Context: an optimization exercise on an open-source flow, tuned for small area, a short achievable clock period and few clock cycles. The choices shown serve that exercise and are no tape-out recipe. Only simulation tests tie the RTL to the original design; equivalence was not proved. Power is estimated from default activity; no workload was simulated.

==> design/flow/design.v <==
module adeger_core (
    input  wire        clk,
    input  wire        rst,
    input  wire        run,
    input  wire [15:0] entry,
    output wire [1:0]  state,
    output wire [3:0]  fault_cause,
    output wire [15:0] fault_pc,
    output wire [31:0] fault_word,
    output wire        imem_en,
    output wire [9:0]  imem_addr,
    input  wire [31:0] imem_rdata,
    output wire        dmem_en,
    output wire        dmem_we,
    output wire [8:0]  dmem_addr,
    output wire [47:0] dmem_wdata,
    input  wire [47:0] dmem_rdata,
    output wire        evt_valid,
    output wire [13:0] evt_code
);
    localparam [2:0] C_NONE = 3'd0, C_OPCODE = 3'd1, C_FIELD = 3'd2,
                     C_REGISTER = 3'd3, C_READONLY = 3'd4, C_ADDRESS = 3'd5,
                     C_STACK = 3'd6, C_PC_RANGE = 3'd7;
    integer i;
    reg        running, faulted;
    reg [2:0]  fcause;
    reg [47:0] w [0:15];
    reg [15:0] one;          
    reg [15:0] a [0:3];
    reg [5:0]  fl;
    reg [10:0] lr;           
    reg [10:0] stk [0:7];    
    reg [3:0]  sp;           
    reg [15:0] f_pc;         
    reg        f_v;          
    reg        e_v;
    reg [15:0] e_pc;
    reg [31:0] e_ir;         
    reg        e_fault;      
    reg [2:0]  e_cause;
    reg [47:0] e_opa, e_opb;
    reg [3:0]  e_rd;
    reg        e_ldconf;     
    reg        e_a_ld, e_b_ld;   
    reg        e_imm_sx;
    reg        e_rs_sum, e_rs_and, e_rs_or, e_rs_xor, e_rs_sh, e_rs_ldsh, e_rs_b;
    reg        e_inv, e_cin, e_sh_left, e_sh_arith;
    reg        e_setfl, e_cmp_s, e_c_add, e_c_sub, e_c_sh, e_v_en;
    reg        e_we_w, e_we_a, e_we_fl;
    reg        e_ld, e_st, e_evt, e_halt, e_call, e_ret, e_loop;
    reg        e_taken;      
    reg        e_replay;     
    reg [15:0] e_tgt;        
    reg [8:0]  e_maddr;      
    reg        ldwb;
    reg [3:0]  ld_rd;
    assign state       = {running | faulted, faulted};
    assign fault_cause = {1'b0, fcause};
    assign fault_pc    = e_pc;
    assign fault_word  = e_ir;
    wire [31:0] iw    = imem_rdata;
    wire [5:0]  d_op  = iw[31:26];
    wire [3:0]  d_rd  = iw[25:22];
    wire [3:0]  d_r1  = iw[21:18];
    wire [3:0]  d_r2  = iw[17:14];
    wire [1:0]  d_crd = iw[13:12];
    wire [1:0]  d_cr1 = iw[11:10];
    wire [1:0]  d_cr2 = iw[9:8];
    wire [7:0]  d_fn  = iw[7:0];
    wire [13:0] d_imm = iw[13:0];
    wire d_pcr  = |f_pc[15:10];
    wire d_alu  = (d_op >= 6'h04) && (d_op <= 6'h15);
    wire d_imf  = d_op[0];
    wire [3:0] d_kind = d_op[4:1];
    wire d_cmp  = d_alu && (d_kind == 4'd10);
    wire d_ldi  = (d_op == 6'h01);
    wire d_ld   = (d_op == 6'h02);
    wire d_st   = (d_op == 6'h03);
    wire d_bra  = (d_op >= 6'h16) && (d_op <= 6'h1A);
    wire d_br   = (d_op == 6'h16);
    wire d_bz   = (d_op == 6'h17);
    wire d_bnz  = (d_op == 6'h18);
    wire d_bn   = (d_op == 6'h19);
    wire d_call = (d_op == 6'h1A);
    wire d_ret  = (d_op == 6'h1B);
    wire d_loop = (d_op == 6'h1C);
    wire d_halt = (d_op == 6'h1D);
    wire d_evt  = (d_op == 6'h1E);
    wire d_nop  = (d_op == 6'h00);
    wire d_fmta = d_alu && !d_imf;
    function [2:0] check_read(input [1:0] cls, input [3:0] idx);
        begin
            if (cls == 2'd0 || (cls == 2'd3 && (idx <= 4'd4 || idx == 4'd7)))
                check_read = C_NONE;
            else
                check_read = C_REGISTER;
        end
    endfunction
    function [2:0] check_write(input [1:0] cls, input [3:0] idx);
        begin
            if (cls == 2'd0 || (cls == 2'd3 && idx <= 4'd4))
                check_write = C_NONE;
            else if (cls == 2'd3 && idx == 4'd7)
                check_write = C_READONLY;
            else
                check_write = C_REGISTER;
        end
    endfunction
    reg [2:0] d_scause;      
    always @(*) begin
        d_scause = C_NONE;
        if (d_nop || d_loop) begin
            d_scause = C_NONE;
        end else if (d_ldi) begin
            if (d_r1 != 4'd0 || d_r2 > 4'd2)
                d_scause = C_FIELD;
        end else if (d_ld || d_st) begin
            if (d_r2 != 4'd0 || iw[21:20] == 2'd3)
                d_scause = C_FIELD;
        end else if (d_alu) begin
            if (d_imf) begin
                if (d_r2 != 4'd0 || (d_cmp && d_rd != 4'd0))
                    d_scause = C_FIELD;
            end else begin
                if (d_cmp ? (d_rd != 4'd0 || d_crd != 2'd0 || d_fn[7:1] != 7'd0)
                          : (d_fn != 8'd0))
                    d_scause = C_FIELD;
                else if (check_read(d_cr1, d_r1) != C_NONE)
                    d_scause = check_read(d_cr1, d_r1);
                else if (check_read(d_cr2, d_r2) != C_NONE)
                    d_scause = check_read(d_cr2, d_r2);
                else if (!d_cmp && check_write(d_crd, d_rd) != C_NONE)
                    d_scause = check_write(d_crd, d_rd);
            end
        end else if (d_bra) begin
            if (d_rd != 4'd0)
                d_scause = C_FIELD;
        end else if (d_ret || d_halt) begin
            if (iw[25:0] != 26'd0)
                d_scause = C_FIELD;
        end else if (d_evt) begin
            if (d_rd != 4'd0 || d_r1 != 4'd0 || d_r2 != 4'd0)
                d_scause = C_FIELD;
        end else begin
            d_scause = C_OPCODE;
        end
    end
    wire [1:0]  e_an   = e_ir[19:18];
    wire [1:0]  e_mode = e_ir[21:20];
    wire        e_amod = e_v & (e_ld | e_st) & (e_mode != 2'd0);
    wire [15:0] e_ma   = a[e_an];
    wire [15:0] a_pm   = e_mode[0] ? (e_ma + 16'd1) : (e_ma - 16'd1);
    reg  [15:0] a_fwd [0:3];
    always @(*) begin
        for (i = 0; i < 4; i = i + 1)
            a_fwd[i] = (e_amod && e_an == i) ? a_pm : a[i];
    end
    wire [1:0]  d_an   = iw[19:18];
    wire [15:0] d_ma   = a_fwd[d_an];
    wire [9:0]  d_lo   = {1'b0, d_ma[8:0]} + {1'b0, iw[8:0]};
    wire [6:0]  h_x    = d_ma[15:9] ^ {2'b00, iw[13:9]};
    wire [6:0]  h_o    = d_ma[15:9] | {2'b00, iw[13:9]};
    wire        h_z0   = ~|(h_x ^ {h_o[5:0], 1'b0});
    wire        h_z1   = ~|(h_x ^ {h_o[5:0], 1'b1});
    wire        d_addr_f = d_lo[9] ? ~h_z1 : ~h_z0;
    wire d_stk_f = (d_call & sp[3]) | (d_ret & (sp == 4'd0));
    wire [2:0] d_cause = d_pcr                  ? C_PC_RANGE :
                         (d_scause != C_NONE)   ? d_scause :
                         ((d_ld | d_st) & d_addr_f) ? C_ADDRESS :
                         d_stk_f                ? C_STACK : C_NONE;
    wire d_k_add = d_alu && d_kind == 4'd2;
    wire d_k_sub = d_alu && d_kind == 4'd3;
    wire d_k_sh  = d_alu && (d_kind == 4'd7 || d_kind == 4'd8 || d_kind == 4'd9);
    wire d_cmpp  = d_cmp && !d_imf && d_fn[0];
    wire d_dst_s = d_fmta && d_crd == 2'd3;           
    wire d_dst_fl = d_dst_s && d_rd == 4'd4;
    wire d_ldish = d_ldi && d_r2 == 4'd2;
    wire d_we_w  = (d_alu && !d_cmp && !d_dst_s) || d_ldi || d_loop;
    wire d_we_a  = d_alu && !d_cmp && d_dst_s && !d_rd[2];
    wire       d_ra_rd  = (d_op[4:2] == 3'b000) || (d_op[4:2] == 3'b111);
    wire [3:0] d_ra     = d_ra_rd ? d_rd : d_r1;
    wire [3:0] d_rb     = d_r2;
    wire       d_a_w    = (d_alu && (d_imf || d_cr1 == 2'd0)) || d_ldish || d_loop || d_st;
    wire       d_a_s    = d_fmta && d_cr1 == 2'd3;
    wire       d_b_w    = d_fmta && d_cr2 == 2'd0;
    wire       d_b_s    = d_fmta && d_cr2 == 2'd3;
    wire       d_b_i    = (d_alu && d_imf) || d_ldi;
    wire       d_imm_sx = (d_imf && (d_k_add || d_k_sub || d_cmp)) || (d_ldi && d_r2 == 4'd0);
    wire [47:0] opa = e_opa;
    wire [47:0] opb = e_opb;
    wire [13:0] e_imm = e_ir[13:0];
    wire [47:0] bx   = opb ^ {48{e_inv}};
    wire [49:0] sum2 = {1'b0, opa, 1'b1} + {1'b0, bx, e_cin};
    wire [47:0] sum  = sum2[48:1];
    wire        cout = sum2[49];
    wire        vflag = (opa[47] == bx[47]) && (sum[47] != opa[47]);
    wire [47:0] ax = opa ^ bx;
    wire [47:0] ao = opa | bx;
    wire        sum_z   = ~|(ax ^ {ao[46:0], e_cin});
    wire        sum_one = (ax[0] ^ e_cin) & ~|(ax[47:1] ^ {ao[46:1], opa[0] & bx[0]});
    function [47:0] rev48(input [47:0] x);
        integer k;
        begin
            for (k = 0; k < 48; k = k + 1)
                rev48[k] = x[47 - k];
        end
    endfunction
    wire [5:0]   sh    = opb[5:0];
    wire [47:0]  shx   = e_sh_left ? rev48(opa) : opa;
    wire [112:0] sht   = {64'd0, shx, 1'b0} >> sh;
    wire [47:0]  shr   = sht[48:1];
    wire         shc   = sht[0];
    wire         sfill = e_sh_arith & opa[47] & sh[5] & sh[4];
    wire [47:0]  shres = (e_sh_left ? rev48(shr) : shr) | {48{sfill}};
    wire [47:0] res_ns = ({48{e_rs_and}}  & (opa & opb))
                       | ({48{e_rs_or}}   & (opa | opb))
                       | ({48{e_rs_xor}}  & (opa ^ opb))
                       | ({48{e_rs_sh}}   & shres)
                       | ({48{e_rs_ldsh}} & {opa[33:0], e_imm})
                       | ({48{e_rs_b}}    & opb);
    wire [47:0] result = res_ns | ({48{e_rs_sum}} & sum);
    wire fz = e_rs_sum ? sum_z : (res_ns == 48'd0);
    wire fn = e_cmp_s ? (sum[47] ^ vflag) : result[47];
    wire fc = (e_c_add & cout) | (e_c_sub & ~cout) | (e_c_sh & shc);
    wire fv = e_v_en & vflag;
    wire r_one = e_rs_sum ? sum_one : (res_ns == 48'd1);
    wire ld_one = (dmem_rdata == 48'd1);
    wire [5:0] fl_fwd = (e_v & e_we_fl) ? result[5:0] :
                        (e_v & e_setfl) ? {fl[5:4], fv, fc, fn, fz} : fl;
    wire stall  = e_v & ldwb & e_ldconf;
    wire exec   = e_v & ~stall;
    wire commit = exec & ~e_fault & ~e_replay;
    wire fault  = exec & e_fault & ~e_replay;
    wire redirect = exec & e_taken & (e_replay | ~e_fault);
    wire ending = fault | (commit & e_halt);
    wire [15:0] f_pc_inc = f_pc + 16'd1;
    wire [15:0] fetch = redirect ? e_tgt : (stall | ~f_v) ? f_pc : f_pc_inc;
    assign imem_en    = running;
    assign imem_addr  = fetch[9:0];
    assign dmem_en    = commit & (e_ld | e_st);
    assign dmem_we    = commit & e_st;
    assign dmem_addr  = e_maddr;
    assign dmem_wdata = e_opa;
    assign evt_valid  = commit & e_evt;
    assign evt_code   = e_imm;
    function [15:0] onehot16(input [3:0] x);
        begin
            onehot16 = 16'd0;
            onehot16[x] = 1'b1;
        end
    endfunction
    wire [15:0] ra_oh = onehot16(d_ra);
    wire [15:0] rb_oh = onehot16(d_rb);
    reg  [47:0] rf_a, rf_b;
    always @(*) begin
        rf_a = 48'd0;
        rf_b = 48'd0;
        for (i = 0; i < 16; i = i + 1) begin
            rf_a = rf_a | ({48{ra_oh[i]}} & w[i]);
            rf_b = rf_b | ({48{rb_oh[i]}} & w[i]);
        end
    end
    wire e_wr   = e_v & e_we_w;
    wire fa_e   = d_a_w & e_wr & (e_rd == d_ra);
    wire fa_l   = d_a_w & ldwb & (ld_rd == d_ra) & ~fa_e;
    wire fa_r   = d_a_w & ~fa_e & ~fa_l;
    wire fb_e   = d_b_w & e_wr & (e_rd == d_rb);
    wire fb_l   = d_b_w & ldwb & (ld_rd == d_rb) & ~fb_e;
    wire fb_r   = d_b_w & ~fb_e & ~fb_l;
    wire [3:0]  sa_idx = d_r1;
    wire [3:0]  sb_idx = d_r2;
    wire        sa_fl  = d_a_s & (sa_idx == 4'd4);
    wire        sb_fl  = d_b_s & (sb_idx == 4'd4);
    wire [15:0] sa_val = ~sa_idx[2] ? a_fwd[sa_idx[1:0]] : {5'd0, lr};
    wire [15:0] sb_val = ~sb_idx[2] ? a_fwd[sb_idx[1:0]] : {5'd0, lr};
    wire        sa_o   = d_a_s & ~sa_fl;
    wire        sb_o   = d_b_s & ~sb_fl;
    wire [47:0] d_immx = {{34{d_imm_sx & d_imm[13]}}, d_imm};
    wire [47:0] opa_d = ({48{fa_r}} & rf_a)
                      | ({48{fa_e}} & result)
                      | ({48{fa_l}} & dmem_rdata)
                      | ({48{sa_o}} & {32'd0, sa_val})
                      | ({48{sa_fl}} & {42'd0, fl_fwd});
    wire [47:0] opb_d = ({48{fb_r}} & rf_b)
                      | ({48{fb_e}} & result)
                      | ({48{fb_l}} & dmem_rdata)
                      | ({48{sb_o}} & {32'd0, sb_val})
                      | ({48{sb_fl}} & {42'd0, fl_fwd})
                      | ({48{d_b_i}} & d_immx);
    wire one_rd = |(onehot16(d_rd) & one);
    wire l_e = e_wr & (e_rd == d_rd);
    wire l_l = ldwb & (ld_rd == d_rd);
    wire is1 = l_e ? r_one : l_l ? ld_one : one_rd;
    wire [1:0] e_wa   = e_rd[1:0];
    wire d_ahaz = e_v & e_we_a & (((d_ld | d_st) & (d_an == e_wa)) |
                                  (d_a_s & ~d_r1[2] & (d_r1[1:0] == e_wa)) |
                                  (d_b_s & ~d_r2[2] & (d_r2[1:0] == e_wa)));
    wire d_taken = d_ahaz | d_br | d_call | d_ret |
                   (d_bz & fl_fwd[0]) | (d_bnz & ~fl_fwd[0]) | (d_bn & fl_fwd[1]) |
                   (d_loop & ~is1);
    wire [15:0] d_tgt = d_ahaz ? f_pc : d_ret ? {5'd0, lr} : (f_pc + iw[15:0]);
    wire d_end = f_v & d_halt & (d_cause == C_NONE) & ~redirect;
    wire        we_e  = commit & e_we_w;
    wire [3:0]  wsel  = ldwb ? ld_rd : e_rd;
    wire [47:0] wdata = rst ? 48'd0 : (ldwb ? dmem_rdata : result);
    wire        wone  = ~rst & (ldwb ? ld_one : r_one);
    always @(posedge clk) begin
        for (i = 0; i < 16; i = i + 1)
            if (rst || ((ldwb || we_e) && wsel == i)) begin
                w[i]   <= wdata;
                one[i] <= wone;
            end
    end
    always @(posedge clk) begin
        for (i = 0; i < 4; i = i + 1)
            if (rst)
                a[i] <= 16'd0;
            else if (commit && e_amod && e_an == i)
                a[i] <= a_pm;
            else if (commit && e_we_a && e_rd[1:0] == i)
                a[i] <= result[15:0];
    end
    always @(posedge clk) begin
        if (rst)
            fl <= 6'd0;
        else if (commit && e_we_fl)
            fl <= result[5:0];
        else if (commit && e_setfl)
            fl <= {fl[5:4], fv, fc, fn, fz};
    end
    wire [10:0] e_pc_inc = e_pc[10:0] + 11'd1;
    wire [10:0] lr_below = (sp[3:1] == 3'd0) ? 11'd0 : stk[sp[2:0] - 3'd2];
    always @(posedge clk) begin
        if (commit && e_call)
            stk[sp[2:0] - 3'd1] <= lr;
        if (rst)
            lr <= 11'd0;
        else if (!running && run)
            lr <= 11'd0;
        else if (commit && e_call)
            lr <= e_pc_inc;
        else if (commit && e_ret)
            lr <= lr_below;
    end
    wire load_e = running & ~stall & ~ending;
    always @(posedge clk) begin
        if (rst) begin
            running <= 1'b0;
            faulted <= 1'b0;
            sp      <= 4'd0;
            f_v     <= 1'b0;
            e_v     <= 1'b0;
            ldwb    <= 1'b0;
        end else if (!running) begin
            if (run) begin
                running <= 1'b1;
                faulted <= 1'b0;
                sp      <= 4'd0;
                f_pc    <= entry;
                f_v     <= 1'b0;
                e_v     <= 1'b0;
            end
            ldwb <= 1'b0;
        end else begin
            f_pc <= fetch;
            f_v  <= ~ending;
            ldwb <= commit & e_ld;
            if (commit & e_ld)
                ld_rd <= e_rd;
            if (commit & e_call)
                sp <= sp + 4'd1;
            else if (commit & e_ret)
                sp <= sp - 4'd1;
            if (fault) begin
                faulted <= 1'b1;
                fcause  <= e_cause;
            end
            if (load_e)
                e_v <= f_v & ~redirect;
            if (ending || (load_e && d_end)) begin
                running <= 1'b0;
                e_v     <= 1'b0;
            end
        end
    end
    always @(posedge clk) begin
        if (load_e) begin
            e_opa   <= opa_d;
            e_opb   <= opb_d;
            e_taken <= d_taken;
        end else if (stall) begin
            if (e_a_ld)
                e_opa <= dmem_rdata;
            if (e_b_ld)
                e_opb <= dmem_rdata;
            if (e_loop && e_a_ld)
                e_taken <= ~ld_one;
        end
    end
    always @(posedge clk) begin
        if (load_e) begin
            e_pc       <= f_pc;
            e_ir       <= d_pcr ? 32'd0 : iw;
            e_cause    <= d_cause;
            e_fault    <= d_cause != C_NONE;
            e_rd       <= d_rd;
            e_a_ld     <= d_a_w && d_ra == e_rd;
            e_b_ld     <= d_b_w && d_rb == e_rd;
            e_ldconf   <= e_ld && (d_we_w || (d_a_w && d_ra == e_rd) ||
                                   (d_b_w && d_rb == e_rd));
            e_imm_sx   <= d_imm_sx;
            e_rs_sum   <= d_k_add || d_k_sub || d_cmp || d_loop;
            e_rs_and   <= d_alu && d_kind == 4'd4;
            e_rs_or    <= d_alu && d_kind == 4'd5;
            e_rs_xor   <= d_alu && d_kind == 4'd6;
            e_rs_sh    <= d_k_sh;
            e_rs_ldsh  <= d_ldish;
            e_rs_b     <= d_ldi && !d_ldish;
            e_inv      <= d_k_sub || d_cmp || d_loop;
            e_cin      <= d_k_sub || d_cmp;
            e_sh_left  <= d_alu && d_kind == 4'd7;
            e_sh_arith <= d_alu && d_kind == 4'd9;
            e_setfl    <= d_alu && !d_dst_fl;
            e_cmp_s    <= d_cmp && !d_cmpp;
            e_c_add    <= d_k_add;
            e_c_sub    <= d_k_sub || (d_cmp && !d_cmpp);
            e_c_sh     <= d_k_sh;
            e_v_en     <= d_k_add || d_k_sub;
            e_we_w     <= d_we_w;
            e_we_a     <= d_we_a;
            e_we_fl    <= d_alu && !d_cmp && d_dst_fl;
            e_ld       <= d_ld;
            e_st       <= d_st;
            e_evt      <= d_evt;
            e_halt     <= d_halt;
            e_call     <= d_call;
            e_ret      <= d_ret;
            e_loop     <= d_loop;
            e_tgt      <= d_tgt;
            e_replay   <= d_ahaz;
            e_maddr    <= d_lo[8:0];
        end
    end
endmodule
==> design/flow/flow/run.sh <==
#!/bin/bash
# The standard layout with its constraints, with these changes to how it is
# made: timing repair aims further below the clock period (setup margin),
# the resizer may swap a cell for one of another footprint, and the port
# buffers are buf_4 cells.
set -o pipefail
bash standard.sh SETUP_SLACK_MARGIN=7 MATCH_CELL_FOOTPRINT=0 \
    'BUFFER_PORTS_ARGS=-buffer_cell sky130_fd_sc_hd__buf_4' finish > standard.log 2>&1
==> design/flow/standard.sh <==
#!/bin/bash
# synth_recipe.tcl (not shown) runs the flow's synth.tcl, then flattens the netlist and writes it again
# the make line also repeats each setting of config.mk as NAME=value (left out here)
make -C /OpenROAD-flow-scripts/flow DESIGN_CONFIG=/design/flow/config.mk WORK_HOME=/design/flow/orfs CLKGATE_MAP_FILE= SYNTH_SCRIPT=/design/flow/synth_recipe.tcl "${@:-finish}"
==> design/flow/config.mk <==
export PLATFORM = sky130hd
export DESIGN_NAME = adeger_core
export DESIGN_NICKNAME = adeger_core
export VERILOG_FILES = /design/flow/design.v
export SDC_FILE = /design/flow/constraint.sdc
export NUM_CORES = 4
export LEC_CHECK = 0
export CAP_MARGIN = 40
export CORE_MARGIN = 2
export CORE_UTILIZATION = 40
export PLACE_DENSITY = 0.6
export SLEW_MARGIN = 30
==> design/flow/constraint.sdc <==
create_clock -name core_clock -period 12.0 [get_ports {clk}]
set_input_delay 2.4000 -clock core_clock [delete_from_list [all_inputs] [get_ports {clk}]]
set_output_delay 2.4000 -clock core_clock [all_outputs]
set_load 0.01 [all_outputs]
==> impl_metrics.yaml, run 1 <==
run_status:
  status: "finished clean"
critical_path:
  reg2reg_from: "e_ir[18]"
  rr_endpoint: "e_cause[0]"
  cpMaxStageDelayCell: "mux4_2"
  crit_arrival_ns: 5.87
  slowest_delay_ns: 0.56
  cp-end-kind: "flop"
  critPathRequiredTime_ns: 12.55
  worstSetupPathType: "flop to flop"
  r2r_slack_ns: 6.68
  critPathMaxFanout: 6
  r2r_cells: 20
  cp_cell_sequence: "buf_12 -> buf_4 -> buf_12 -> mux4_2 -> ha_1 -> a211o_1 -> nor4_4 -> nor2_1 -> nor2_2 -> xnor2_4 -> mux2i_2 -> mux4_2 -> ha_1 -> xor2_1 -> nand4_1 -> nor4bb_1 -> a31oi_1 -> o211ai_1 -> buf_4 -> nand3b_1"
  setup.worst_path.start_class: "flop"
logic_synthesis:
  yosysTopAreaCell: "edfxtp_1"
  synth_edf_count: 1103
  netlist_area_mm2: 0.0689
  ys.flop_type: "edfxtp_1"
  synth.yosys.seq_area_share_pct: 50.7
  syn_inst: 6023
  ys_types: 94
  synthArstFlopShare_pct: 0
  syn_nets: 6385
  syn_area_per_cell_um2: 11.4
  yosysWarnings: 4
  synth_seq_cells: 1193
  yosys.area.top_type_share_pct: 48.1
  ys_top_cells_by_area: "edfxtp_1, a22oi_1, ha_1"
sta:
  period_needed_ns: 5.32
  fin_crit_sh_pct: 44.3
  holdWs_ns: 0.420
  setup_viol: 0
  finalMaxSlewViolations: 0
  hold_viol: 0
  worst_pin_slew_ns: 0.994
  rsz0062_at_grt: "yes"
  slew_headroom_pct: 32.1
  max_freq_mhz: 188
  fin_skew_ns: 0.0867
  tns_ns: 0
cts:
  cts-root-buf: "clkbuf_16"
  htree_levels: 4
  numCtsBuffers: 132
  ctsLongestPathBuffers: 3
  clock-sinks: 1193
  clock_latency_ns: 0.85
  cts_tree: "built"
  clk_pin_slew_ns: 0.06
drt:
  wire_per_inst_um: 38.4
  drt_iter0_markers: 12900
  routed_wl_um: 347000
  vias: 64300
  via_per_inst: 7.12
  drtAntennaViolNets: 0
  drc: 0
  firstDrtPassIters: 14
grt:
  grt_overflow: 0
  grt_pass1_vias: 58600
  grt_use_total_pct: 37.1
  grt_first_pass_wirelength_um: 460000
  grt_max_degree: 75
  antenna_found_initial: 14
final_layout:
  layout.nets: 6958
  drive_above_1_share_pct: 27.9
  nFillCells: 14800
  layout.cells.non_filler: 9020
  area_delta_synth_final_pct: 26.6
worst_hold_path:
  hold_path_startpoint: "e_cause[0]"
  whs_path_depth: 0
  hold_class: "flop to flop"
  min_to: "fcause[0]"
placement:
  portBuffers: 236
  place_hpwl_um: 216000
  dp_cells: 8343
  gp_congestion: 1.03
die:
  die_x_um: 419
  core_mm2: 0.171
  die_height_um: 419
  io_pins: 238
  start_util_pct: 40.2
  rows: 152
  die_area_mm2: 0.176
power_and_ir_drop:
  p_per_area_mw_per_mm2: 143
  power.leakage_nw: 31.5
  vdd_ir_drop_max_mv: 0.177
flow_run:
  maxCapViolations: 0
-- cells by family after synthesis --
| group | after synthesis | share of synthesized area [%] |
|---|---|---|
| compound gates | 1961 | 21.1 |
| buf+inv | 716 | 4.16 |
| xor+xnor | 230 | 2.92 |
| fa+ha+maj | 263 | 4.84 |
| other cells | 1 | 0.00544 |
| mux | 288 | 6.75 |
| simple gates | 1371 | 9.51 |
| flops | 1193 | 50.7 |
-- per-layer routing --
metal | track usage (%) | part of all wire (%)
met2 | 54.3 | 42
met3 | 11.2 | 14
met4 | 25.4 | 8.6
met1 | 47.2 | 35
met5 | 0 | 0.10
-- critical path: cells and delay by family, from the launching register on --
family / cells / cell delay [ns]
buffers and inverters: 4 / 0.58
AOI/OAI and AO/OA: 3 / 0.54
adders and majority gates: 2 / 0.58
xor gates and xnor gates: 2 / 0.39
DFF: 1 / 0.40
muxes: 3 / 1.26
and+or+nand+nor: 6 / 1.28
-- how the worst max path moves through the flow --
stage	start	endpoint	slack (ns)	cells past startpoint
3_5_place_dp	imem_rdata[14]	e_opa[34]	4.72	16
2_1_floorplan	e_ldconf	one[10]	6.24	7
6_report	e_ir[18]	e_cause[0]	6.68	20
5_1_grt	e_ir[18]	e_fault	6.54	23
4_1_cts	e_ir[18]	e_cause[0]	6.75	24
3_3_place_gp	imem_rdata[14]	e_opa[46]	4.68	14
-- metrics by stage --
stage	util (%)	instance area (um^2)	power, mW	setup WS [ns]
global route	50.9	87200	12.7	6.54
CTS	49.0	83900	12.1	6.75
finish	50.9	87200	12.5	6.68
global placement	43.6	74700	7.71	4.68
detailed placement	44.0	75300	7.74	4.72
floorplan	-	70600	6.65	6.24
-- placed cells by master (no fill, tap or decap), drive strengths merged, types with 212 or more instances in the layout --
cell type	instances
edfxtp	1103
nor2	403
a22oi	500
o21ai	245
a21oi	212
ha	257
clkbuf	218
buf	844
nand2	383
inv	240
-- flip-flops by register name (all words and copies together) (netlist names), 32 cells and up --
signal  flops
stk        88
e_opb      48
e_opa      48
a          64
w         768
e_ir       32
-- area by class of cell --
cell class | instances | area, um^2 | share of cell area [%]
diodes | 6 | 15.0 | 0.0172
clock buffers | 157 | 3480 | 3.99
clock inverters | 85 | 955 | 1.09
inverters | 246 | 966 | 1.11
multi-input cells | 4118 | 34800 | 39.9
flip-flops and latches | 1193 | 34900 | 40.0
well taps | 2310 | 2890 | 3.31
repair buffers | 905 | 9200 | 10.6
-- power by group --
group	switching (mW)	internal, mW
combinational	2.01	1.09
clock	1.84	2.31
sequential	0.255	4.97
-- synth_stat cells (70+ instances only) --
master,count
edfxtp_1,1103
a22oi_1,498
nor2_1,403
nand2_1,383
clkbuf_1,372
ha_1,257
inv_1,240
o21ai_0,233
a21oi_1,212
a221oi_1,207
a22o_1,192
nand4_1,163
xor2_1,160
mux4_2,122
a222oi_1,101
nand3_1,91
dfxtp_1,90
mux2i_1,83
mux2_2,74
xnor2_1,70
-- repair_timing --
item	CTS	global route
cloned	34	21
pin swaps	107	179
hold buffers	0	0
gates resized for setup	440	269
buffers inserted	189	166
endpoints found under the setup margin	738	519
Testbench counts, summed over its fixed seeds: cycles 199,151.
==> inputs of run 2 (changes only) <==
--- a/design/flow/design.v
+++ b/design/flow/design.v
@@ -43,7 +43,8 @@
     reg        e_ldconf;     
     reg        e_a_ld, e_b_ld;   
     reg        e_imm_sx;
-    reg        e_rs_sum, e_rs_and, e_rs_or, e_rs_xor, e_rs_sh, e_rs_ldsh, e_rs_b;
+    reg        e_rs_sum, e_rs_and, e_rs_or, e_rs_xor, e_rs_shl, e_rs_shr, e_rs_ldsh, e_rs_b;
+    reg [5:0]  e_sh;         
     reg        e_inv, e_cin, e_sh_left, e_sh_arith;
     reg        e_setfl, e_cmp_s, e_c_add, e_c_sub, e_c_sh, e_v_en;
     reg        e_we_w, e_we_a, e_we_fl;
@@ -205,17 +206,17 @@
                 rev48[k] = x[47 - k];
         end
     endfunction
-    wire [5:0]   sh    = opb[5:0];
+    wire [5:0]   sh    = e_sh;
     wire [47:0]  shx   = e_sh_left ? rev48(opa) : opa;
     wire [112:0] sht   = {64'd0, shx, 1'b0} >> sh;
     wire [47:0]  shr   = sht[48:1];
     wire         shc   = sht[0];
     wire         sfill = e_sh_arith & opa[47] & sh[5] & sh[4];
-    wire [47:0]  shres = (e_sh_left ? rev48(shr) : shr) | {48{sfill}};
     wire [47:0] res_ns = ({48{e_rs_and}}  & (opa & opb))
                        | ({48{e_rs_or}}   & (opa | opb))
                        | ({48{e_rs_xor}}  & (opa ^ opb))
-                       | ({48{e_rs_sh}}   & shres)
+                       | ({48{e_rs_shr}}  & (shr | {48{sfill}}))
+                       | ({48{e_rs_shl}}  & rev48(shr))
                        | ({48{e_rs_ldsh}} & {opa[33:0], e_imm})
                        | ({48{e_rs_b}}    & opb);
     wire [47:0] result = res_ns | ({48{e_rs_sum}} & sum);
@@ -387,12 +388,15 @@
         if (load_e) begin
             e_opa   <= opa_d;
             e_opb   <= opb_d;
+            e_sh    <= opb_d[5:0];
             e_taken <= d_taken;
         end else if (stall) begin
             if (e_a_ld)
                 e_opa <= dmem_rdata;
-            if (e_b_ld)
+            if (e_b_ld) begin
                 e_opb <= dmem_rdata;
+                e_sh  <= dmem_rdata[5:0];
+            end
             if (e_loop && e_a_ld)
                 e_taken <= ~ld_one;
         end
@@ -413,7 +417,8 @@
             e_rs_and   <= d_alu && d_kind == 4'd4;
             e_rs_or    <= d_alu && d_kind == 4'd5;
             e_rs_xor   <= d_alu && d_kind == 4'd6;
-            e_rs_sh    <= d_k_sh;
+            e_rs_shl   <= d_alu && d_kind == 4'd7;
+            e_rs_shr   <= d_alu && (d_kind == 4'd8 || d_kind == 4'd9);
             e_rs_ldsh  <= d_ldish;
             e_rs_b     <= d_ldi && !d_ldish;
             e_inv      <= d_k_sub || d_cmp || d_loop;
==> impl_metrics.yaml, run 2 <==
die:
  die_height_um: 420
  io_pins: 238
  core_mm2: 0.172
  rows: 152
  die_x_um: 420
  start_util_pct: 40.3
  die_area_mm2: 0.176
logic_synthesis:
  synth-simple-area-share_pct: 10.1
  synth_most_common_cell: "edfxtp_1"
  synth_top_family_by_area: "compound AO/OA/AOI/OAI gates"
  yosysWarnings: 4
  synth_compound_area_share_pct: 21.5
  synth_xor_area_share_pct: 2.95
  syn_area_per_cell_um2: 11.2
  yosys.area.top_type_share_pct: 48.0
  syn_nets: 6520
  syn_inst: 6158
  yosysTopAreaCell: "edfxtp_1"
  synth_edf_count: 1104
  synth.yosys.seq_area_share_pct: 50.6
  synth_seq_cells: 1194
  netlist_area_mm2: 0.0691
  ys_top_cells_by_area: "edfxtp_1, a22oi_1, ha_1"
  synthArstFlopShare_pct: 0
  synthAdderAreaFrac_pct: 4.83
  ys_types: 104
  synthMuxAreaShare_pct: 5.88
  ys.flop_type: "edfxtp_1"
  synth_common_cells: "edfxtp_1, a22oi_1, nand2_1"
critical_path:
  crit_start: "imem_rdata[29]"
  crit_arrival_ns: 5.94
  rr_endpoint: "e_cause[2]"
  setup.worst_path.start_class: "input pin"
  r2r_cells: 20
  crit_path_end: "e_opa[2]"
  r2r_slack_ns: 6.74
  critPathMaxFanout: 7
  cp-end-kind: "flop"
  worstSetupPathType: "input pin to flop"
  reg2reg_from: "e_ir[18]"
  critPathRequiredTime_ns: 12.49
sta:
  finalMaxSlewViolations: 0
  setup_viol: 0
  rsz0062_at_grt: "yes"
  slew_headroom_pct: 22.5
  tns_ns: 0
  period_needed_ns: 5.45
  max_freq_mhz: 184
  fin_ws_ns: 6.55
  fin_skew_ns: 0.0769
  fin_crit_sh_pct: 45.4
  worst_pin_slew_ns: 1.15
  hold_viol: 0
cts:
  cts_hold_buf: 0
  cts-root-buf: "clkbuf_16"
  clk_pin_slew_ns: 0.07
  numCtsBuffers: 120
  htree_levels: 3
  ctsLongestPathBuffers: 3
  cts_tree: "built"
  clock_latency_ns: 0.82
  clock-sinks: 1194
final_layout:
  largest-register: "w"
  final_cell_mix: "edfxtp_1, buf_4, a22oi_1"
  layout.nets: 7027
  largest_reg_flops: 768
  layout.cells.non_filler: 9090
  area_delta_synth_final_pct: 24.1
  layout_commonest_cell: "edfxtp_1"
  drive_above_1_share_pct: 24.6
  finalInstanceArea_mm2: 0.0858
flow_run:
  maxCapViolations: 0
grt:
  gr-usage-met3_pct: 12.4
  grt_pass1_vias: 59900
  grt_use_total_pct: 38.1
  grt-busiest-layer: "met2"
  grt_max_degree: 76
  grt_first_pass_wirelength_um: 474000
  antenna_found_initial: 19
  grt_overflow: 0
  use_met2_pct: 55.6
  met1_usage_pct: 47.4
drt:
  drtAntennaViolNets: 0
  wire_per_inst_um: 38.7
  drc: 0
  drt_iter0_markers: 13500
  vias: 65000
  routed_wl_um: 352000
  firstDrtPassIters: 14
  via_per_inst: 7.15
power_and_ir_drop:
  power.leakage_nw: 31.1
  vdd_ir_drop_max_mv: 0.135
  power_mw: 12.0
  p_per_area_mw_per_mm2: 140
placement:
  portBuffers: 236
  gp_congestion: 1.03
  dp_cells: 8454
  placed_area_mm2: 0.0746
  dpl_worst_slack_ns: 4.77
  place_hpwl_um: 222000
run_status:
  status: "finished clean"
worst_hold_path:
  hold_class: "flop to flop"
## run 2: cell count changes after synthesis, sizes merged, moves of 18 or more
cell | previous run | this run
a22o | 192 | 117
nand3 | 91 | 111
a222oi | 101 | 168
mux4 | 131 | 92
nand2 | 383 | 454
mux2i | 83 | 120
a22oi | 500 | 520
o2111ai | 38 | 56
a221oi | 209 | 146
## run 2: where the power goes
part,switching [mW],internal [mW]
Clock,1.71,2.08
Sequential,0.264,4.97
Combinational,1.98,1.02
Total,3.95,8.07
## run 2: worst max-delay path, cell delays in order
cell and delay, ns:
buf_12 0.11, or3_4 0.45, nand2_4 0.11, mux2i_4 0.26, buf_12 0.16, ha_4 0.21, xnor2_4 0.16, buf_6 0.16
buf_6 0.11, and3_4 0.20, buf_12 0.16, a22o_1 0.19, a221oi_2 0.19, and3_1 0.19, nand4_1 0.45, a21oi_2 0.30
o22ai_1 0.09
## run 2: area by class of cell
class                   count  area [um^2]
diodes                     13         32.5
clock inverters            77          747
clock buffers             147         3180
flip-flops and latches   1194        35000
fillers                 15000        85800
repair buffers            851         8730
well taps                2310         2890
inverters                 238          940
multi-input cells        4260        34300
## run 2: logic make-up after synthesis
logic type | Yosys count
other | 1
buffers and inverters | 713
multiplexers | 276
adder cells (fa/ha/maj) | 263
AND/OR/NAND/NOR | 1478
AO/OA/AOI/OAI | 2000
flip-flops | 1194
XOR/XNOR | 233
## run 2: routing by layer
layer  vias up  wire length, um
met2      6084           147000
li1      25600                -
met1     31600           123000
met5         -              460
met4        18            32100
met3      1696            49100
## run 2: metrics by stage
stage | hold slack (ns) | util [%]
6_report | 0.425 | 50.0
5_1_grt | 0.436 | 50.0
4_1_cts | 0.421 | 48.2
3_5_place_dp | 0.406 | 43.5
2_1_floorplan | 0.400 | -
3_3_place_gp | 0.414 | 43.1
## run 2: worst min-delay path by stage
stage,startpoint,end,slack [ns],cells after the start
after floorplan,e_cause[0],fcause[0],0.40,0
after global placement,e_cause[2],fcause[2],0.41,0
after detailed placement,e_cause[2],fcause[2],0.41,0
after CTS,e_cause[2],fcause[2],0.42,0
after global routing,e_cause[0],fcause[0],0.44,0
final,e_cause[2],fcause[2],0.43,0
## run 2: what timing repair did
item                       4_1_cts  5_1_grt
setup endpoints to repair      824      554
gates cloned                    38       15
gates resized for setup        433      283
setup buffers                  171      156
pin swaps                      118      181
Testbench counts of run 2, summed over its fixed seeds: cycles 199,151.
==> inputs of run 3 (changes only) <==
--- a/design/flow/design.v
+++ b/design/flow/design.v
@@ -43,8 +43,7 @@
     reg        e_ldconf;     
     reg        e_a_ld, e_b_ld;   
     reg        e_imm_sx;
-    reg        e_rs_sum, e_rs_and, e_rs_or, e_rs_xor, e_rs_shl, e_rs_shr, e_rs_ldsh, e_rs_b;
-    reg [5:0]  e_sh;         
+    reg        e_rs_sum, e_rs_and, e_rs_or, e_rs_xor, e_rs_sh, e_rs_ldsh, e_rs_b;
     reg        e_inv, e_cin, e_sh_left, e_sh_arith;
     reg        e_setfl, e_cmp_s, e_c_add, e_c_sub, e_c_sh, e_v_en;
     reg        e_we_w, e_we_a, e_we_fl;
@@ -178,8 +177,7 @@
     wire d_ldish = d_ldi && d_r2 == 4'd2;
     wire d_we_w  = (d_alu && !d_cmp && !d_dst_s) || d_ldi || d_loop;
     wire d_we_a  = d_alu && !d_cmp && d_dst_s && !d_rd[2];
-    wire       d_ra_rd  = (d_op[4:2] == 3'b000) || (d_op[4:2] == 3'b111);
-    wire [3:0] d_ra     = d_ra_rd ? d_rd : d_r1;
+    wire [3:0] d_ra     = d_alu ? d_r1 : d_rd;
     wire [3:0] d_rb     = d_r2;
     wire       d_a_w    = (d_alu && (d_imf || d_cr1 == 2'd0)) || d_ldish || d_loop || d_st;
     wire       d_a_s    = d_fmta && d_cr1 == 2'd3;
@@ -206,17 +204,17 @@
                 rev48[k] = x[47 - k];
         end
     endfunction
-    wire [5:0]   sh    = e_sh;
+    wire [5:0]   sh    = opb[5:0];
     wire [47:0]  shx   = e_sh_left ? rev48(opa) : opa;
     wire [112:0] sht   = {64'd0, shx, 1'b0} >> sh;
     wire [47:0]  shr   = sht[48:1];
     wire         shc   = sht[0];
     wire         sfill = e_sh_arith & opa[47] & sh[5] & sh[4];
+    wire [47:0]  shres = (e_sh_left ? rev48(shr) : shr) | {48{sfill}};
     wire [47:0] res_ns = ({48{e_rs_and}}  & (opa & opb))
                        | ({48{e_rs_or}}   & (opa | opb))
                        | ({48{e_rs_xor}}  & (opa ^ opb))
-                       | ({48{e_rs_shr}}  & (shr | {48{sfill}}))
-                       | ({48{e_rs_shl}}  & rev48(shr))
+                       | ({48{e_rs_sh}}   & shres)
                        | ({48{e_rs_ldsh}} & {opa[33:0], e_imm})
                        | ({48{e_rs_b}}    & opb);
     wire [47:0] result = res_ns | ({48{e_rs_sum}} & sum);
@@ -253,12 +251,15 @@
     wire [15:0] ra_oh = onehot16(d_ra);
     wire [15:0] rb_oh = onehot16(d_rb);
     reg  [47:0] rf_a, rf_b;
+    reg         one_a;
     always @(*) begin
         rf_a = 48'd0;
         rf_b = 48'd0;
+        one_a = 1'b0;
         for (i = 0; i < 16; i = i + 1) begin
             rf_a = rf_a | ({48{ra_oh[i]}} & w[i]);
             rf_b = rf_b | ({48{rb_oh[i]}} & w[i]);
+            one_a = one_a | (ra_oh[i] & one[i]);
         end
     end
     wire e_wr   = e_v & e_we_w;
@@ -288,10 +289,7 @@
                       | ({48{sb_o}} & {32'd0, sb_val})
                       | ({48{sb_fl}} & {42'd0, fl_fwd})
                       | ({48{d_b_i}} & d_immx);
-    wire one_rd = |(onehot16(d_rd) & one);
-    wire l_e = e_wr & (e_rd == d_rd);
-    wire l_l = ldwb & (ld_rd == d_rd);
-    wire is1 = l_e ? r_one : l_l ? ld_one : one_rd;
+    wire is1 = fa_e ? r_one : fa_l ? ld_one : one_a;
     wire [1:0] e_wa   = e_rd[1:0];
     wire d_ahaz = e_v & e_we_a & (((d_ld | d_st) & (d_an == e_wa)) |
                                   (d_a_s & ~d_r1[2] & (d_r1[1:0] == e_wa)) |
@@ -388,15 +386,12 @@
         if (load_e) begin
             e_opa   <= opa_d;
             e_opb   <= opb_d;
-            e_sh    <= opb_d[5:0];
             e_taken <= d_taken;
         end else if (stall) begin
             if (e_a_ld)
                 e_opa <= dmem_rdata;
-            if (e_b_ld) begin
+            if (e_b_ld)
                 e_opb <= dmem_rdata;
-                e_sh  <= dmem_rdata[5:0];
-            end
             if (e_loop && e_a_ld)
                 e_taken <= ~ld_one;
         end
@@ -417,8 +412,7 @@
             e_rs_and   <= d_alu && d_kind == 4'd4;
             e_rs_or    <= d_alu && d_kind == 4'd5;
             e_rs_xor   <= d_alu && d_kind == 4'd6;
-            e_rs_shl   <= d_alu && d_kind == 4'd7;
-            e_rs_shr   <= d_alu && (d_kind == 4'd8 || d_kind == 4'd9);
+            e_rs_sh    <= d_k_sh;
             e_rs_ldsh  <= d_ldish;
             e_rs_b     <= d_ldi && !d_ldish;
             e_inv      <= d_k_sub || d_cmp || d_loop;
==> design/flow/flow/run.sh (replaced) <==
#!/bin/bash
# The standard layout with its constraints, with these changes to how it is
# made: timing repair aims further below the clock period (setup margin) and
# works on the worst 10% of the endpoints below that margin, the resizer may
# swap a cell for one of another footprint, and the port buffers are buf_2
# cells.
set -o pipefail
bash standard.sh SETUP_SLACK_MARGIN=7 TNS_END_PERCENT=10 MATCH_CELL_FOOTPRINT=0 \
    'BUFFER_PORTS_ARGS=-buffer_cell sky130_fd_sc_hd__buf_2' finish > standard.log 2>&1
--- a/design/flow/config.mk
+++ b/design/flow/config.mk
@@ -7,6 +7,6 @@
 export LEC_CHECK = 0
 export CAP_MARGIN = 40
 export CORE_MARGIN = 2
-export CORE_UTILIZATION = 40
-export PLACE_DENSITY = 0.6
+export CORE_UTILIZATION = 55
+export PLACE_DENSITY = 0.72
 export SLEW_MARGIN = 30
==> impl_metrics.yaml, run 3 <==
final_layout:
  largest_reg_flops: 768
  nFillCells: 9328
  layout.nets: 6772
  area_delta_synth_final_pct: 16.7
  layout_commonest_cell: "edfxtp_1"
  finalInstanceArea_mm2: 0.0804
  drive_above_1_share_pct: 19.2
  layout.cells.non_filler: 8165
  final_cell_mix: "edfxtp_1, nand2_1, a22oi_1"
  largest-register: "w"
sta:
  setup_viol: 0
  finalMaxSlewViolations: 0
  max_freq_mhz: 183
  fin_crit_sh_pct: 45.6
  fin_skew_ns: 0.0534
  slew_headroom_pct: 29.7
  worst_pin_slew_ns: 1.05
  hold_viol: 0
  tns_ns: 0
  period_needed_ns: 5.47
  rsz0062_at_grt: "yes"
  holdWs_ns: 0.443
drt:
  highest_layer: "met5"
  drtAntennaViolNets: 0
  vias: 64400
  routed_wl_um: 319000
  via_per_inst: 7.88
  firstDrtPassIters: 13
  wire_per_inst_um: 39.1
  drc: 0
  wl_met3_um: 57100
  drt_iter0_markers: 14800
  wl_met1_um: 105000
  dr_wl_met2_um: 128000
critical_path:
  slowest_delay_ns: 0.54
  cp-end-kind: "flop"
  critPathMaxFanout: 8
  crit_arrival_ns: 5.99
  setup.worst_path.start_class: "input pin"
  worstSetupPathType: "input pin to flop"
  cp.buffers_inverters: 6
  cpMaxStageDelayCell: "nor2_1"
  crit_family: "compound AO/OA/AOI/OAI gates"
  cp_cell_sequence: "buf_12 -> a21o_1 -> a211o_4 -> buf_4 -> mux2i_4 -> buf_6 -> xnor2_4 -> buf_4 -> nor4_2 -> clkbuf_8 -> buf_4 -> a221oi_1 -> nand3_1 -> nor2_1 -> o22ai_1 -> a22o_1"
  critPathRequiredTime_ns: 12.52
  path_common_cell: "buf_4"
logic_synthesis:
  ys_top_cells_by_area: "edfxtp_1, a22oi_1, ha_1"
  synth_most_common_cell: "edfxtp_1"
  syn_inst: 6138
  synth_seq_cells: 1193
  synthArstFlopShare_pct: 0
  synth_common_cells: "edfxtp_1, nand2_1, a22oi_1"
  yosysTopAreaCell: "edfxtp_1"
  ys.flop_type: "edfxtp_1"
  syn_nets: 6495
  yosysWarnings: 4
  netlist_area_mm2: 0.0689
  ys_types: 91
  synth.yosys.seq_area_share_pct: 50.7
  syn_area_per_cell_um2: 11.2
  synth_edf_count: 1103
  yosys.area.top_type_share_pct: 48.1
cts:
  cts_hold_buf: 0
  cts_tree: "built"
  clock-sinks: 1193
  cts-root-buf: "clkbuf_16"
  ctsLongestPathBuffers: 3
  numCtsBuffers: 118
  clock_latency_ns: 0.79
  clk_pin_slew_ns: 0.07
  htree_levels: 3
power_and_ir_drop:
  p_per_area_mw_per_mm2: 146
  vdd_ir_drop_max_mv: 0.149
  power.leakage_nw: 29.4
  power_mw: 11.7
die:
  die_x_um: 358
  start_util_pct: 55.6
  die_area_mm2: 0.128
  rows: 129
  io_pins: 238
  core_mm2: 0.124
  die_height_um: 358
run_status:
  status: "finished clean"
flow_run:
  maxCapViolations: 0
placement:
  placed_area_mm2: 0.0729
  dp_cells: 7762
  place_hpwl_um: 202000
  portBuffers: 236
  gp_congestion: 1.08
worst_hold_path:
  hold_class: "flop to flop"
grt:
  grt_first_pass_wirelength_um: 441000
  grt_use_total_pct: 48.3
  antenna_found_initial: 28
  grt_pass1_vias: 59700
  grt_overflow: 0
  grt_max_degree: 73
## run 3: cell types whose count changed after synthesis, moves of 29 or more
cell	previous run	this run
a221oi_1	142	265
a222oi_1	168	102
a22o_1	117	210
a22oi_1	520	430
o2111ai_1	56	18
o21ai_0	239	210
xnor2_1	85	121
xor2_1	148	104
## run 3: power breakdown
| part | internal, mW | switching (mW) | total, mW |
|---|---|---|---|
| clock network | 2.23 | 1.72 | 3.95 |
| logic | 0.814 | 1.73 | 2.55 |
| registers | 4.97 | 0.250 | 5.22 |
| total | 8.01 | 3.70 | 11.7 |
## run 3: path summary, 6_finish.rpt
check | start | endpoint | cells past startpoint | slack, ns
max reg2reg | e_opb[3] | e_opb[0] | 14 | 6.70
min reg2reg | e_cause[0] | fcause[0] | 0 | 0.44
min | e_cause[0] | fcause[0] | 0 | 0.44
max | imem_rdata[28] | e_opa[20] | 16 | 6.53
## run 3: kinds of logic (layout without fill, tap and decap cells)
| group | Yosys count | in the layout | synth area share, % |
|---|---|---|---|
| XOR/XNOR | 225 | 225 | 2.86 |
| flip-flops | 1193 | 1193 | 50.7 |
| other | 1 | 13 | 0.00544 |
| AO/OA/AOI/OAI | 2027 | 2027 | 22.0 |
| buffers and inverters | 705 | 1078 | 4.05 |
| adder cells (fa/ha/maj) | 258 | 258 | 4.75 |
| multiplexers | 270 | 270 | 5.58 |
| AND/OR/NAND/NOR | 1459 | 1464 | 10.0 |
## run 3: layout make-up
| type | instances | area, um^2 | share of cell area [%] |
|---|---|---|---|
| sequential | 1193 | 34900 | 43.4 |
| clock buffer | 140 | 3070 | 3.81 |
| clock inverter | 81 | 1020 | 1.26 |
| tap | 1637 | 2050 | 2.55 |
| antenna | 12 | 30.0 | 0.0374 |
| inverter | 222 | 870 | 1.08 |
| multi-input combinational | 4245 | 32900 | 40.9 |
| timing repair buffer | 635 | 5550 | 6.90 |
## run 3: metrics by stage
stage | utilization [%] | worst slack, ns
floorplan | - | 6.02
global placement | 58.2 | 4.84
detailed placement | 58.8 | 4.89
CTS | 64.4 | 6.79
global route | 64.8 | 6.58
finish | 64.9 | 6.53
## run 3: per-layer routing
layer	vias up	GRT usage (%)
li1	25100	-
met1	30600	59.9
met2	6722	67.6
met3	1889	21.9
met4	44	31.9
met5	-	1.59
## run 3: worst register-to-register path, cell delays in order, from the launching register on
cell and delay, ns:
edfxtp_1 0.34, buf_4 0.39, inv_2 0.34, nor2_2 0.66, o21ai_1 0.13, and4_1 0.29
and3_1 0.21, o41ai_1 0.77, nor3b_1 0.32, o2111ai_1 0.22, nor4_4 0.40, nand3_2 0.23
o21ai_2 0.30, nand2_1 0.14, a41oi_4 0.33
## run 3: timing repair
item,CTS,global route
pin swaps,81,19
resized for setup,364,34
buffers inserted,102,24
setup endpoints to repair,687,638
gates cloned,24,1
Testbench counts of run 3, summed over its fixed seeds: cycles 199,151.
==> inputs of run 4 (changes only) <==
--- a/design/flow/config.mk
+++ b/design/flow/config.mk
@@ -7,6 +7,6 @@
 export LEC_CHECK = 0
 export CAP_MARGIN = 40
 export CORE_MARGIN = 2
-export CORE_UTILIZATION = 55
-export PLACE_DENSITY = 0.72
+export CORE_UTILIZATION = 40
+export PLACE_DENSITY = 0.6
 export SLEW_MARGIN = 30
==> impl_metrics.yaml, run 4 <==
critical_path:
  crit_arrival_ns: 5.94
  cp-end-kind: "flop"
  cp.depth: 12
  rr_endpoint: "one[9]"
  r2r_slack_ns: 6.80
  cp.buffers_inverters: 5
  cpMaxStageDelayCell: "a222oi_1"
  worstSetupPathType: "input pin to flop"
  r2r_cells: 16
  reg2reg_from: "e_opb[1]"
  crit_start: "imem_rdata[14]"
  cp_cell_sequence: "buf_6 -> clkinvlp_4 -> buf_4 -> ha_1 -> and2_2 -> buf_4 -> buf_6 -> a221oi_1 -> nand4_1 -> a222oi_1 -> o21ai_1 -> a22o_1"
  crit_path_end: "e_opb[9]"
  crit_family: "compound AO/OA/AOI/OAI gates"
  setup.worst_path.start_class: "input pin"
  slowest_delay_ns: 0.50
  critPathRequiredTime_ns: 12.49
  critPathMaxFanout: 27
drt:
  vias: 64900
  routed_wl_um: 347000
  via_per_inst: 7.25
  drtAntennaViolNets: 0
  drt_iter0_markers: 12800
  drc: 0
  firstDrtPassIters: 12
  wire_per_inst_um: 38.8
final_layout:
  area_delta_synth_final_pct: 19.6
  ff_latch_area_mm2: 0.0349
  finalInstanceArea_mm2: 0.0824
  final_cell_mix: "edfxtp_1, nand2_1, a22oi_1"
  multi_input_area_mm2: 0.0330
  layout_commonest_cell: "edfxtp_1"
  largest_reg_flops: 768
  drive_above_1_share_pct: 20.9
  postLayoutCoreUtil_pct: 48.1
  largest-register: "w"
  nFillCells: 15300
  layout.nets: 6868
grt:
  grt_overflow: 0
  grt_first_pass_wirelength_um: 473000
  grt_pass1_vias: 60500
  antenna_found_initial: 33
  grt_use_total_pct: 38.2
  grt_max_degree: 62
die:
  die_x_um: 419
  start_util_pct: 40.2
  rows: 152
  die_area_mm2: 0.176
  io_pins: 238
  core_mm2: 0.171
  die_height_um: 419
cts:
  cts-root-buf: "clkbuf_16"
  ctsLongestPathBuffers: 3
  htree_levels: 3
  numCtsBuffers: 120
  clk_pin_slew_ns: 0.06
  cts_hold_buf: 0
  clock_latency_ns: 0.82
  clock-sinks: 1193
  cts_tree: "built"
sta:
  rsz0062_at_grt: "yes"
  setup_viol: 0
  tns_ns: 0
  slew_headroom_pct: 33.0
  max_freq_mhz: 184
  fin_ws_ns: 6.55
  period_needed_ns: 5.45
  hold_viol: 0
  worst_pin_slew_ns: 1.01
  fin_crit_sh_pct: 45.4
  fin_skew_ns: 0.0789
  finalMaxSlewViolations: 0
logic_synthesis:
  synthArstFlopShare_pct: 0
  syn_area_per_cell_um2: 11.2
  yosysTopAreaCell: "edfxtp_1"
  ys_top_cells_by_area: "edfxtp_1, a22oi_1, ha_1"
  yosys.area.top_type_share_pct: 48.1
  syn_nets: 6495
  synth_edf_count: 1103
  yosysWarnings: 4
  synth_most_common_cell: "edfxtp_1"
  synth_seq_cells: 1193
  ys_types: 91
  synth_common_cells: "edfxtp_1, nand2_1, a22oi_1"
  synth.yosys.seq_area_share_pct: 50.7
  ys.flop_type: "edfxtp_1"
  syn_inst: 6138
  netlist_area_mm2: 0.0689
placement:
  gp_congestion: 1.02
  placed_area_mm2: 0.0739
  dpl_worst_slack_ns: 4.55
  place_hpwl_um: 217000
  portBuffers: 236
power_and_ir_drop:
  power.leakage_nw: 30.0
  p_per_area_mw_per_mm2: 144
  vdd_ir_drop_max_mv: 0.134
  power_mw: 11.8
run_status:
  status: "finished clean"
flow_run:
  maxCapViolations: 0
worst_hold_path:
  hold_class: "flop to flop"
[run 4: cell counts after synthesis]
Identical to the previous run, type by type.
[run 4: final cells by class]
| class | instances | area share [%] |
|---|---|---|
| inverter | 222 | 1.07 |
| clock buffer | 144 | 3.85 |
| clock inverter | 84 | 1.15 |
| antenna | 18 | 0.0547 |
| timing repair buffer | 728 | 7.93 |
| multi-input combinational | 4246 | 40.0 |
| sequential | 1193 | 42.4 |
| tap | 2310 | 3.51 |
[run 4: worst register-to-register path, cell delays in order, from the launching register on]
cell	delay, ns
edfxtp_1	0.50
buf_12	0.27
nor2b_4	0.32
buf_4	0.23
a22o_2	0.47
o21ai_1	0.14
and4_1	0.27
and3_1	0.22
o41ai_2	0.61
nor3b_2	0.40
o2111ai_1	0.22
nor4_4	0.42
nand3b_1	0.20
o31ai_1	0.16
mux2i_1	0.16
nor2_2	0.21
buf_4	0.23
[run 4: report_power, final]
group          total (mW)  internal [mW]  leakage (nW)  switching (mW)
combinational        2.67          0.861          16.3            1.81
clock                3.96           2.22          2.00            1.74
sequential           5.22           4.97          11.7           0.252
[run 4: worst min path at each step]
stage | start | endpoint | slack (ns) | cells past startpoint
after detailed placement | e_cause[1] | fcause[1] | 0.42 | 0
after global routing | e_cause[2] | fcause[2] | 0.44 | 0
final | e_cause[0] | fcause[0] | 0.43 | 0
after CTS | e_cause[0] | fcause[0] | 0.43 | 0
after global placement | e_cause[0] | fcause[0] | 0.41 | 0
after floorplan | e_cause[0] | fcause[0] | 0.40 | 0
[run 4: cell families (layout without fill, tap and decap cells)]
group	after synthesis	in the layout	synth area share [%]
fa+ha+maj	258	258	4.75
simple gates	1459	1465	10.0
buf+inv	705	1178	4.05
compound gates	2027	2027	22.0
other cells	1	19	0.00544
mux	270	270	5.58
xor+xnor	225	225	2.86
flops	1193	1193	50.7
[run 4: per-layer routing]
layer	part of all wire [%]	up-vias	global-route usage (%)
met5	0.065	-	0.222
met4	10	24	30.9
met3	15	1814	14.4
met2	41	6452	54.3
met1	34	31300	45.9
li1	-	25300	-
[run 4: through the flow]
stage / hold slack, ns / std cells
6_report: 0.426 / 8945
5_1_grt: 0.439 / 8936
4_1_cts: 0.430 / 8876
3_5_place_dp: 0.415 / 8456
3_3_place_gp: 0.406 / 8405
2_1_floorplan: 0.400 / 6138
[run 4: repair_timing]
item / CTS / global route
resized for setup: 367 / 84
pin swaps: 86 / 40
cloned: 31 / 2
endpoints found under the setup margin: 597 / 558
setup buffers: 161 / 26
==> inputs of run 5 (changes only) <==
==> design/flow/flow/run.sh (replaced) <==
#!/bin/bash
# The standard layout with its constraints, with these changes to how it is
# made: timing repair aims further below the clock period (setup margin) and
# works on the worst 5% of the endpoints below that margin, the resizer may
# swap a cell for one of another footprint, and the port buffers are buf_2
# cells.
set -o pipefail
bash standard.sh SETUP_SLACK_MARGIN=7 TNS_END_PERCENT=5 MATCH_CELL_FOOTPRINT=0 \
    'BUFFER_PORTS_ARGS=-buffer_cell sky130_fd_sc_hd__buf_2' finish > standard.log 2>&1
==> impl_metrics.yaml, run 5 <==
critical_path:
  rr_endpoint: "w[4][4]"
  cp.buffers_inverters: 3
  crit_family: "compound AO/OA/AOI/OAI gates"
  slowest_delay_ns: 0.78
  cp-end-kind: "flop"
  worstSetupPathType: "input pin to flop"
  r2r_cells: 10
  cpMaxStageDelayCell: "a31oi_1"
  crit_arrival_ns: 6.08
  r2r_slack_ns: 6.58
  critPathMaxFanout: 7
  critPathRequiredTime_ns: 12.60
  setup.worst_path.start_class: "input pin"
  cp_cell_sequence: "buf_12 -> a21o_1 -> a211o_4 -> buf_4 -> nor2_1 -> nand3_1 -> a31oi_1 -> buf_4 -> o221ai_1 -> a31oi_1 -> o22a_1"
  reg2reg_from: "e_opa[26]"
worst_hold_path:
  whs_path_depth: 0
  min_to: "fcause[0]"
  hold_path_startpoint: "e_cause[0]"
  hold_class: "flop to flop"
logic_synthesis:
  synth_top_family_by_area: "compound AO/OA/AOI/OAI gates"
  ys_types: 91
  synthMuxAreaShare_pct: 5.58
  synth-simple-area-share_pct: 10.0
  synth_edf_count: 1103
  synth.yosys.seq_area_share_pct: 50.7
  synth_seq_cells: 1193
  netlist_area_mm2: 0.0689
  syn_nets: 6495
  ys_top_cells_by_area: "edfxtp_1, a22oi_1, ha_1"
  yosysWarnings: 4
  ys.flop_type: "edfxtp_1"
  synthAdderAreaFrac_pct: 4.75
  syn_area_per_cell_um2: 11.2
  synthArstFlopShare_pct: 0
  yosys.area.top_type_share_pct: 48.1
  syn_inst: 6138
  synth_xor_area_share_pct: 2.86
  yosysTopAreaCell: "edfxtp_1"
  synth_most_common_cell: "edfxtp_1"
  synth_common_cells: "edfxtp_1, nand2_1, a22oi_1"
  synth_compound_area_share_pct: 22.0
sta:
  worst_pin_slew_ns: 0.986
  max_freq_mhz: 183
  period_needed_ns: 5.48
  setup_viol: 0
  rsz0062_at_grt: "yes"
  hold_viol: 0
  holdWs_ns: 0.427
  tns_ns: 0
  slew_headroom_pct: 34.3
  finalMaxSlewViolations: 0
  fin_crit_sh_pct: 45.7
  fin_skew_ns: 0.0912
die:
  start_util_pct: 40.2
  io_pins: 238
  die_height_um: 419
  die_area_mm2: 0.176
  core_mm2: 0.171
  rows: 152
  die_x_um: 419
placement:
  gp_congestion: 1.02
  dp_cells: 8456
  place_hpwl_um: 217000
  portBuffers: 236
cts:
  cts-root-buf: "clkbuf_16"
  numCtsBuffers: 120
  clock-sinks: 1193
  clk_pin_slew_ns: 0.06
  htree_levels: 3
  ctsLongestPathBuffers: 3
  cts_tree: "built"
  clock_latency_ns: 0.83
drt:
  drtAntennaViolNets: 0
  firstDrtPassIters: 14
  vias: 64300
  wire_per_inst_um: 38.6
  via_per_inst: 7.21
  drc: 0
  drt_iter0_markers: 12600
  routed_wl_um: 345000
grt:
  grt_overflow: 0
  grt_max_degree: 62
  grt_pass1_vias: 60300
  grt_use_total_pct: 37.9
  antenna_found_initial: 27
  grt_first_pass_wirelength_um: 470000
final_layout:
  layout_commonest_cell: "edfxtp_1"
  layout.cells.non_filler: 8925
  final_cell_mix: "edfxtp_1, nand2_1, a22oi_1"
  largest-register: "w"
  largest_reg_flops: 768
  drive_above_1_share_pct: 20.2
  layout.nets: 6850
  area_delta_synth_final_pct: 18.8
power_and_ir_drop:
  power.leakage_nw: 29.8
  vdd_ir_drop_max_mv: 0.135
  p_per_area_mw_per_mm2: 144
run_status:
  status: "finished clean"
flow_run:
  maxCapViolations: 0
-- run 5: power breakdown --
group	internal, mW	switching, mW	leakage, nW
combinational	0.835	1.78	16.1
sequential	4.97	0.251	11.7
clock	2.22	1.74	2.00
-- run 5: worst max path at each step --
| stage | from | endpoint | slack [ns] | cells past startpoint |
|---|---|---|---|---|
| floorplan | e_v | one[9] | 6.02 | 9 |
| global placement | imem_rdata[14] | e_opb[9] | 4.62 | 14 |
| detailed placement | imem_rdata[14] | e_opb[9] | 4.55 | 14 |
| CTS | imem_rdata[27] | e_opa[2] | 6.76 | 18 |
| global route | imem_rdata[28] | e_opa[9] | 6.60 | 17 |
| finish | imem_rdata[28] | e_opb[6] | 6.52 | 11 |
-- run 5: area by class of cell --
type                            instances  area, um^2
Timing Repair Buffer                  710        6210
Clock buffer                          144        3170
Multi-Input combinational cell       4246       32800
Fill cell                           15300       89500
Sequential cell                      1193       34900
Antenna cell                           16        40.0
Inverter                              222         885
Clock inverter                         84         950
Tap cell                             2310        2890
-- run 5: stage by stage --
stage          total power, mW  instance area, um^2  setup slack, ns  utilization (%)
3_5_place_dp              7.51                73900             4.55             43.1
2_1_floorplan             6.48                69300             6.02                -
4_1_cts                   11.6                81000             6.76             47.3
3_3_place_gp              7.48                73200             4.62             42.7
5_1_grt                   12.0                81800             6.60             47.7
6_report                  11.8                81800             6.52             47.8
-- run 5: cells by family (layout without fill, tap and decap cells) --
group	count (synthesis)	in the layout
adders and majority gates	258	258
muxes	270	270
other	1	17
DFF	1193	1193
and+or+nand+nor	1459	1465
xor gates and xnor gates	225	225
AOI/OAI and AO/OA	2027	2027
buffers and inverters	705	1160
-- run 5: routing by layer --
metal | part of all wire, % | global-route usage (%) | vias up
met1 | 34 | 45.7 | 31000
met5 | 0.059 | 0.472 | -
met2 | 41 | 54.4 | 6352
met4 | 9.8 | 29.7 | 14
li1 | - | - | 25200
met3 | 15 | 14.0 | 1706
-- run 5: timing repair --
action / CTS / global route
pin swaps: 67 / 38
setup endpoints to repair: 597 / 554
hold buffers: 0 / 0
buffers inserted: 145 / 29
cloned: 26 / 3
gates resized for setup: 313 / 71

==> separate check: timing with driven ports <==
No port has a modelled driver above. Below, the same layouts with a new extraction and two added sets of constraints.
Step 1, drivers: a clkbuf_16 drives clk and a buf_2 each remaining input, both assumed.
Step 2, shift: input delay + t, output delay - t, t = (earliest + latest rising clock arrival at the registers) / 2. This alone moves slack from input paths to output paths.
Slacks: no drivers / after step 1 / after step 2; pairs: no drivers / after step 1.
run | t (ns) | setup slack, ns | latest minus earliest clock arrival (ns) | worst data-port slew with drivers (ns)
run 1 | 0.891 | 6.681 / 6.681 / 5.883 | 0.089 / 0.089 | 0.22
run 2 | 0.861 | 6.554 / 6.504 / 5.643 | 0.077 / 0.077 | 0.21
run 3 | 0.848 | 6.532 / 6.521 / 5.673 | 0.057 / 0.056 | 0.23
run 4 | 0.865 | 6.555 / 6.543 / 5.678 | 0.080 / 0.080 | 0.18
run 5 | 0.879 | 6.521 / 6.505 / 5.627 | 0.093 / 0.093 | 0.18
After both steps setup and hold are still met in every run listed. The setup slack of run 2, which loses most, moves by -0.050 ns with the drivers and by -0.911 ns with both steps.
